This is an optimization exercise on Yosys and OpenROAD, whose aim is small area, a short achievable clock period and few clock cycles per item, not a production implementation.
Only simulation tests tie the RTL to the original design; equivalence was not proved.

==> job 2341 <==
==> flow/design.v (excerpt) <==
module rs528_decoder (
  input  wire       clk,
  input  wire       rst,
  input  wire       in_valid,
  output wire       in_ready,
  input  wire [9:0] in_sym,
  output reg        out_valid,
  output reg  [9:0] out_err,
  output reg        res_valid,
  output reg  [1:0] res_status,
  output reg  [3:0] res_count
);
clock: 10.0 ns
lec_check: 0
cap_margin: 40
core_margin: 2
core_utilization: 40
slew_margin: 40
synth_memory_max_bits: 16384
run.sh (not shown) runs the stock make flow with config.mk's settings and CLKGATE_MAP_FILE= SYNTH_SCRIPT=/design/flow/synth_recipe.tcl, a recipe that flattens the netlist after the stock synthesis.
==> inputs of job 9778, as changes to job 2341 <==
--- a/flow/design.v
+++ b/flow/design.v
@@ -217,19 +217,18 @@
       end
     end
   end
   always @(posedge clk) begin
     if (f_q)
       for (j = 0; j < 16; j = j + 1)
         syn[j] <= (s_first ? 10'd0 : gf_mul(syn[j], alpha_pow(j))) ^ sym_q;
   end
-  reg [9:0] bs  [0:15];
-  reg [9:0] lr  [0:7];
-  reg [9:0] l0;             
+  reg [9:0] bs  [0:16];
+  reg [9:0] lr  [0:8];
   reg [9:0] bf  [0:8];
   reg [9:0] gam;            
   reg [9:0] dlt;            
   reg [4:0] bl;             
   reg       b_fail;         
   reg       b_jmp;          
   reg       b_busy;
   reg [1:0] b_ph;           
@@ -244,124 +243,99 @@
     nx_ph   = b_ph;
     nx_c    = b_c + 5'd1;
     nx_r    = b_r;
     if (s_done) begin
       nx_busy = 1'b1;
       nx_ph   = 2'd0;
       nx_c    = 5'd0;
     end else if (b_ph == 2'd0) begin
-      if (b_c == 5'd15) begin
+      if (b_c == 5'd16) begin
         nx_ph = 2'd1;
         nx_c  = 5'd0;
         nx_r  = 4'd0;
       end
     end else if (b_ph != 2'd3) begin
-      if (b_c == 5'd16) begin
+      if (b_c == 5'd17) begin
         nx_c = 5'd0;
         nx_r = b_r + 4'd1;
         if (b_ph == 2'd1 && b_r == 4'd15) begin
           nx_ph = 2'd2;
           nx_r  = 4'd0;
         end
-        if (b_ph == 2'd2 && b_r == 4'd7)
+        if (b_ph == 2'd2 && b_r == 4'd8)
           nx_ph = 2'd3;
       end
     end else begin
       nx_busy = 1'b0;
     end
     if (rst)
       nx_busy = 1'b0;
   end
-  reg       q_sc;           
-  reg       q_bm1, q_bm2;   
-  reg       q_om1, q_om;    
-  reg       q_c0, q_c8, q_c9;
-  reg       q_ls;           
-  reg       q_om16;         
-  reg       q_lrt, q_bft;   
-  reg       q_bfl0, q_bfh;  
-  reg       q_fin;          
+  wire [4:0] nx_c1  = nx_c + 5'd1;
+  wire       nx_bm  = nx_busy && nx_ph == 2'd1;
+  wire       nx_om  = nx_busy && nx_ph == 2'd2;
+  wire       nx_sc  = nx_busy && nx_ph == 2'd0;
+  wire       nx_p1  = nx_c <= 5'd8;
+  reg       q_sc, q_p1, q_bm1, q_bm2, q_c0, q_c9, q_c17, q_ls, q_om16, q_fin, q_idle;
+  reg       q_lri, q_bfi;   
   reg [9:0] q_scl;          
   always @(posedge clk) begin
     b_busy <= nx_busy;
     b_ph   <= nx_ph;
     b_c    <= nx_c;
     b_r    <= nx_r;
-    q_sc   <= nx_busy && nx_ph == 2'd0;
-    q_bm1  <= nx_busy && nx_ph == 2'd1 && nx_c <= 5'd8;
-    q_bm2  <= nx_busy && nx_ph == 2'd1 && nx_c >= 5'd9;
-    q_om1  <= nx_busy && nx_ph == 2'd2 && nx_c <= 5'd8;
-    q_om   <= nx_busy && nx_ph == 2'd2;
+    q_sc   <= nx_sc;
+    q_p1   <= (nx_bm || nx_om) && nx_p1;
+    q_bm1  <= nx_bm && nx_p1;
+    q_bm2  <= nx_bm && !nx_p1;
     q_c0   <= nx_c == 5'd0;
-    q_c8   <= nx_c == 5'd8;
-    q_c9   <= nx_busy && nx_ph == 2'd1 && nx_c == 5'd9;
-    q_ls   <= nx_busy && nx_c <= 5'd8 &&
-              (nx_ph == 2'd1 || (nx_ph == 2'd2 && {1'b0, nx_c[3:0]} + {1'b0, nx_r} >= 5'd8));
-    q_om16 <= nx_busy && nx_ph == 2'd2 && nx_c == 5'd16;
-    q_lrt  <= nx_busy && (nx_ph == 2'd0 ? nx_c < 5'd8 :
-                          nx_ph == 2'd1 ? nx_c != 5'd8 :
-                          nx_ph == 2'd2 ? nx_c < 5'd8 : 1'b0);
-    q_bft  <= nx_busy && (nx_ph == 2'd0 ? nx_c < 5'd9 :
-                          nx_ph == 2'd1 ? (nx_c < 5'd2 || nx_c >= 5'd9) : 1'b0);
-    q_bfl0 <= nx_ph == 2'd1 && nx_c == 5'd0;
-    q_bfh  <= nx_ph == 2'd1 && nx_c >= 5'd10;
+    q_c9   <= nx_bm && nx_c == 5'd9;
+    q_c17  <= nx_c == 5'd17;
+    q_ls   <= nx_p1 && (nx_bm || (nx_om && {1'b0, nx_c[3:0]} + {1'b0, nx_r} >= 5'd9));
+    q_om16 <= nx_om && nx_c == 5'd16 && nx_r != 4'd0;
     q_fin  <= nx_busy && nx_ph == 2'd3;
-    q_scl  <= scale_c(nx_c[3:0] + 4'd8);
+    q_idle <= !nx_busy;
+    q_scl  <= scale_c(nx_c < 5'd8 ? nx_c[3:0] + 4'd9 : nx_c[3:0] - 4'd8);
+    q_lri  <= nx_c1 == 5'd8 || nx_c1 == 5'd17;
+    q_bfi  <= nx_c1 == 5'd7 || nx_c1 == 5'd16;
   end
-  wire [9:0] lsel = q_c8 ? l0 : lr[0];
-  wire [9:0] m1a = q_bm2 ? gam : bs[0];
-  wire [9:0] m1b = q_sc ? q_scl : q_bm2 ? dlt : q_ls ? lsel : 10'd0;
+  wire [9:0] m1a = q_c9 ? gam : bs[0];
+  wire [9:0] m1b = q_sc ? q_scl : q_c9 ? dlt : q_ls ? lr[0] : 10'd0;
   wire [9:0] m1  = gf_mul(m1a, m1b);
-  wire [9:0] m2a = q_bm2 ? bf[0] : lsel;
+  wire [9:0] m2a = q_bm2 ? bf[0] : lr[0];
   wire [9:0] m2b = q_bm1 ? gam : q_bm2 ? dlt : 10'd0;
   wire [9:0] m2  = gf_mul(m2a, m2b);
   wire [4:0] bl_next = {1'b0, b_r} + 5'd1 - bl;
   wire       jump    = (dlt != 10'd0) && ({bl, 1'b0} <= {2'b0, b_r});
+  wire       jmp     = q_c9 ? jump : b_jmp;
   wire b_fin = q_fin;
-  wire [9:0] bs_in = q_sc ? m1 : q_om16 ? dlt : bs[0];
-  always @(posedge clk) begin
-    if (s_done) begin
-      for (j = 0; j < 16; j = j + 1)
-        bs[j] <= syn[(j + 8) % 16];
-    end else begin
-      for (j = 0; j < 15; j = j + 1)
-        bs[j] <= bs[j+1];
-      bs[15] <= bs_in;
-    end
-  end
-  wire [9:0] lr_in = ((q_bm2 || q_om) ? lr[0] : 10'd0) ^ m2;
-  always @(posedge clk) begin
-    if (q_lrt) begin
-      for (j = 0; j < 7; j = j + 1)
-        lr[j] <= lr[j+1];
-      lr[7] <= lr_in;
-    end
-  end
-  wire [9:0] bf_in = (q_bfl0 && b_jmp) ? l0 :
-                     q_bfh ? (b_jmp ? lr[0] : bf[0]) : 10'd0;
-  always @(posedge clk) begin
-    if (q_bft) begin
-      for (j = 0; j < 8; j = j + 1)
-        bf[j] <= bf[j+1];
-      bf[8] <= bf_in;
+  wire [9:0] bs_in = q_sc ? m1 : q_om16 ? dlt : q_idle ? 10'd0 : bs[0];
+  wire [9:0] lr_in = q_sc ? {9'd0, q_lri} : ((q_bm1 ? 10'd0 : lr[0]) ^ m2);
+  wire [9:0] bf_in = q_sc  ? {9'd0, q_bfi} :
+                     q_bm2 ? (q_c17 ? 10'd0 : jmp ? lr[1] : bf[1]) : bf[0];
+  always @(posedge clk) begin
+    for (j = 0; j < 16; j = j + 1)
+      bs[j] <= bs[j+1] | ((s_done && j != 7) ? syn[(j + 9) % 17] : 10'd0);
+    bs[16] <= bs_in | (s_done ? syn[(16 + 9) % 17] : 10'd0);
+    for (j = 0; j < 8; j = j + 1) begin
+      lr[j] <= lr[j+1];
+      bf[j] <= bf[j+1];
     end
+    lr[8] <= lr_in;
+    bf[8] <= bf_in;
   end
   always @(posedge clk) begin
     if (q_sc) begin
-      l0     <= 10'd1;
       gam    <= 10'd1;
       bl     <= 5'd0;
       b_fail <= 1'b0;
-      b_jmp  <= 1'b1;
     end
-    if (q_bm1 || q_om1)
+    if (q_p1)
       dlt <= (q_c0 ? 10'd0 : dlt) ^ m1;
-    if (q_bm1 && q_c8)
-      l0 <= m2;
     if (q_c9) begin
       b_jmp <= jump;
       if (jump) begin
         bl  <= bl_next;
         gam <= m1;
         if (bl_next > 5'd8)
           b_fail <= 1'b1;
       end
@@ -371,18 +345,17 @@
   reg [9:0] co  [0:7];      
   reg [4:0] c_l;
   reg       c_fail;
   reg [4:0] roots;
   reg [9:0] c_cnt;          
   reg       c_busy;
   always @(posedge clk) begin
     if (b_fin) begin
-      cl[0] <= l0;
-      for (j = 1; j < 9; j = j + 1)
+      for (j = 0; j < 9; j = j + 1)
         cl[j] <= lr[8-j];
       for (j = 0; j < 8; j = j + 1)
         co[j] <= bs[8+j];
     end else begin
       for (j = 1; j < 9; j = j + 1)
         cl[j] <= gf_mul(cl[j], alpha_pow(j));
       for (j = 1; j < 8; j = j + 1)
         co[j] <= gf_mul(co[j], alpha_pow(j));
@@ -442,27 +415,25 @@
     lo1 <= gf_to_c(lam_odd);
     om1 <= gf_to_c(om_val);
     if (a1)
       roots <= (f1 ? 5'd0 : roots) + {4'd0, r1};
     r2  <= r1;
     p2  <= gf_cmulconj(om1, lo1);
     n2  <= gf_norm(lo1);
     out_err <= r2 ? gf_from_c(gf_cscale(p2, gf5_inv(n2))) : 10'd0;
-    if (e2) begin
-      if (c_l == 5'd0) begin
-        res_status <= 2'd0;
-        res_count  <= 4'd0;
-      end else if (!c_fail && roots == c_l) begin
-        res_status <= 2'd1;
-        res_count  <= c_l[3:0];
-      end else begin
-        res_status <= 2'd2;
-        res_count  <= 4'd0;
-      end
+    if (c_l == 5'd0) begin
+      res_status <= 2'd0;
+      res_count  <= 4'd0;
+    end else if (!c_fail && roots == c_l) begin
+      res_status <= 2'd1;
+      res_count  <= c_l[3:0];
+    end else begin
+      res_status <= 2'd2;
+      res_count  <= 4'd0;
     end
   end
 endmodule
 function [9:0] gf_mul;
   input [9:0] a;
   input [9:0] b;
   reg   [18:0] p;
   integer i;
==> flow/flow/run.sh (new file) <==
#!/bin/bash
# Layout flow: the standard flow (standard.sh, standard synthesis included)
# with two changes to how the layout is optimised; the design, the clock
# period and the constraints are untouched:
#  - the ports are buffered with sky130_fd_sc_hd__buf_4 instead of the
#    default buffer (a delay cell);
#  - repair_timing aims for 7 ns of setup slack at the 10 ns clock, so it
#    works on every path longer than 3 ns.
# Each step's full output goes to orfs/logs; make's own output to standard.log.
set -euo pipefail
export BUFFER_PORTS_ARGS="-buffer_cell sky130_fd_sc_hd__buf_4"
export SETUP_SLACK_MARGIN=7.0
bash standard.sh > standard.log 2>&1
==> flow/standard.sh (new file) <==
#!/bin/bash
# synth_recipe.tcl (not shown) runs the flow's synth.tcl, then flattens the netlist and writes it again
# the make line also repeats each setting of config.mk as NAME=value (left out here)
make -C /OpenROAD-flow-scripts/flow DESIGN_CONFIG=/design/flow/config.mk WORK_HOME=/design/flow/orfs CLKGATE_MAP_FILE= SYNTH_SCRIPT=/design/flow/synth_recipe.tcl "${@:-finish}"
==> flow/config.mk (replaced) <==
export PLATFORM = sky130hd
export DESIGN_NAME = rs528_decoder
export DESIGN_NICKNAME = rs528_decoder
export VERILOG_FILES = /design/flow/design.v
export SDC_FILE = /design/flow/constraint.sdc
export NUM_CORES = 8
export LEC_CHECK = 0
export CAP_MARGIN = 40
export CORE_MARGIN = 2
export CORE_UTILIZATION = 55
export PLACE_DENSITY = 0.7
export SLEW_MARGIN = 40
export SYNTH_MEMORY_MAX_BITS = 16384
removed: flow/run.sh
==> results.cfg <==
[synth]
yosysTopAreaCellShare_pct = 30.33

[layout]
final_cells = 4760
clock_area_share_pct = 6.610
design.seq.count = 841
non_clock_buffer_count = 54

[floorplan]
die_x_um = 317.9
start_util_pct = 40.22

[outcome]
status = no timing/DRC/antenna violations

[grt]
met3_usage_pct = 2.414

[detailed_routing]
wirelength_um = 87060

[power_and_ir_drop]
p_clk_uw = 3300

[critical_path]
reg2reg_depth = 9

[placed_design]
dp_slack_ns = 6.358
[end of results for job 2341]
==> results.cfg <==
[layout]
design.seq.count = 849
final_cells = 4454
clock_area_share_pct = 6.928

[floorplan]
start_util_pct = 55.53
die_x_um = 267.2

[synth]
yosysTopAreaCellShare_pct = 33.53

[grt]
met3_usage_pct = 3.126

[power_and_ir_drop]
p_clk_uw = 3290

[placed_design]
dp_slack_ns = 6.501

[critical_path]
reg2reg_depth = 13

[outcome]
status = no timing/DRC/antenna violations
[end of results for job 9778]
Testbench counts of job 2341, summed over its fixed seeds: cycles 176,624, items 320.
Testbench counts of job 9778, summed over its fixed seeds: cycles 176,968, items 320.

[port drivers added, routing unchanged]
In the flow no input, the clock included, has a driving cell. The finished layouts below were timed again as built, in two steps. Step 1: set_driving_cell puts a clkbuf_16 on clk and a buf_2 on each other input, an assumption about the parent block. Step 2 times the ports against the registers' clock, not the clock port: input delays grow and output delays shrink by t, the midpoint of the rising clock arrivals with the driver on. Slacks: no drivers / after step 1 / after step 2; pairs: no drivers / after step 1.
| run | t, ns | slack for setup (ns) | hold slack, ns | latest minus earliest clock arrival (ns) | worst data-port slew with drivers (ns) |
|---|---|---|---|---|---|
| job 2341 | 0.701 | 6.487 / 6.424 / 6.373 | 0.410 / 0.410 / 0.410 | 0.041 / 0.041 | 0.03 |
| job 9778 | 0.695 | 6.925 / 6.862 / 6.808 | 0.326 / 0.326 / 0.326 | 0.044 / 0.043 | 0.05 |
After both steps setup and hold are still met in every run listed. For job 9778, which loses most, drivers alone change the setup slack by -0.063 ns; drivers and shift together by -0.117 ns.
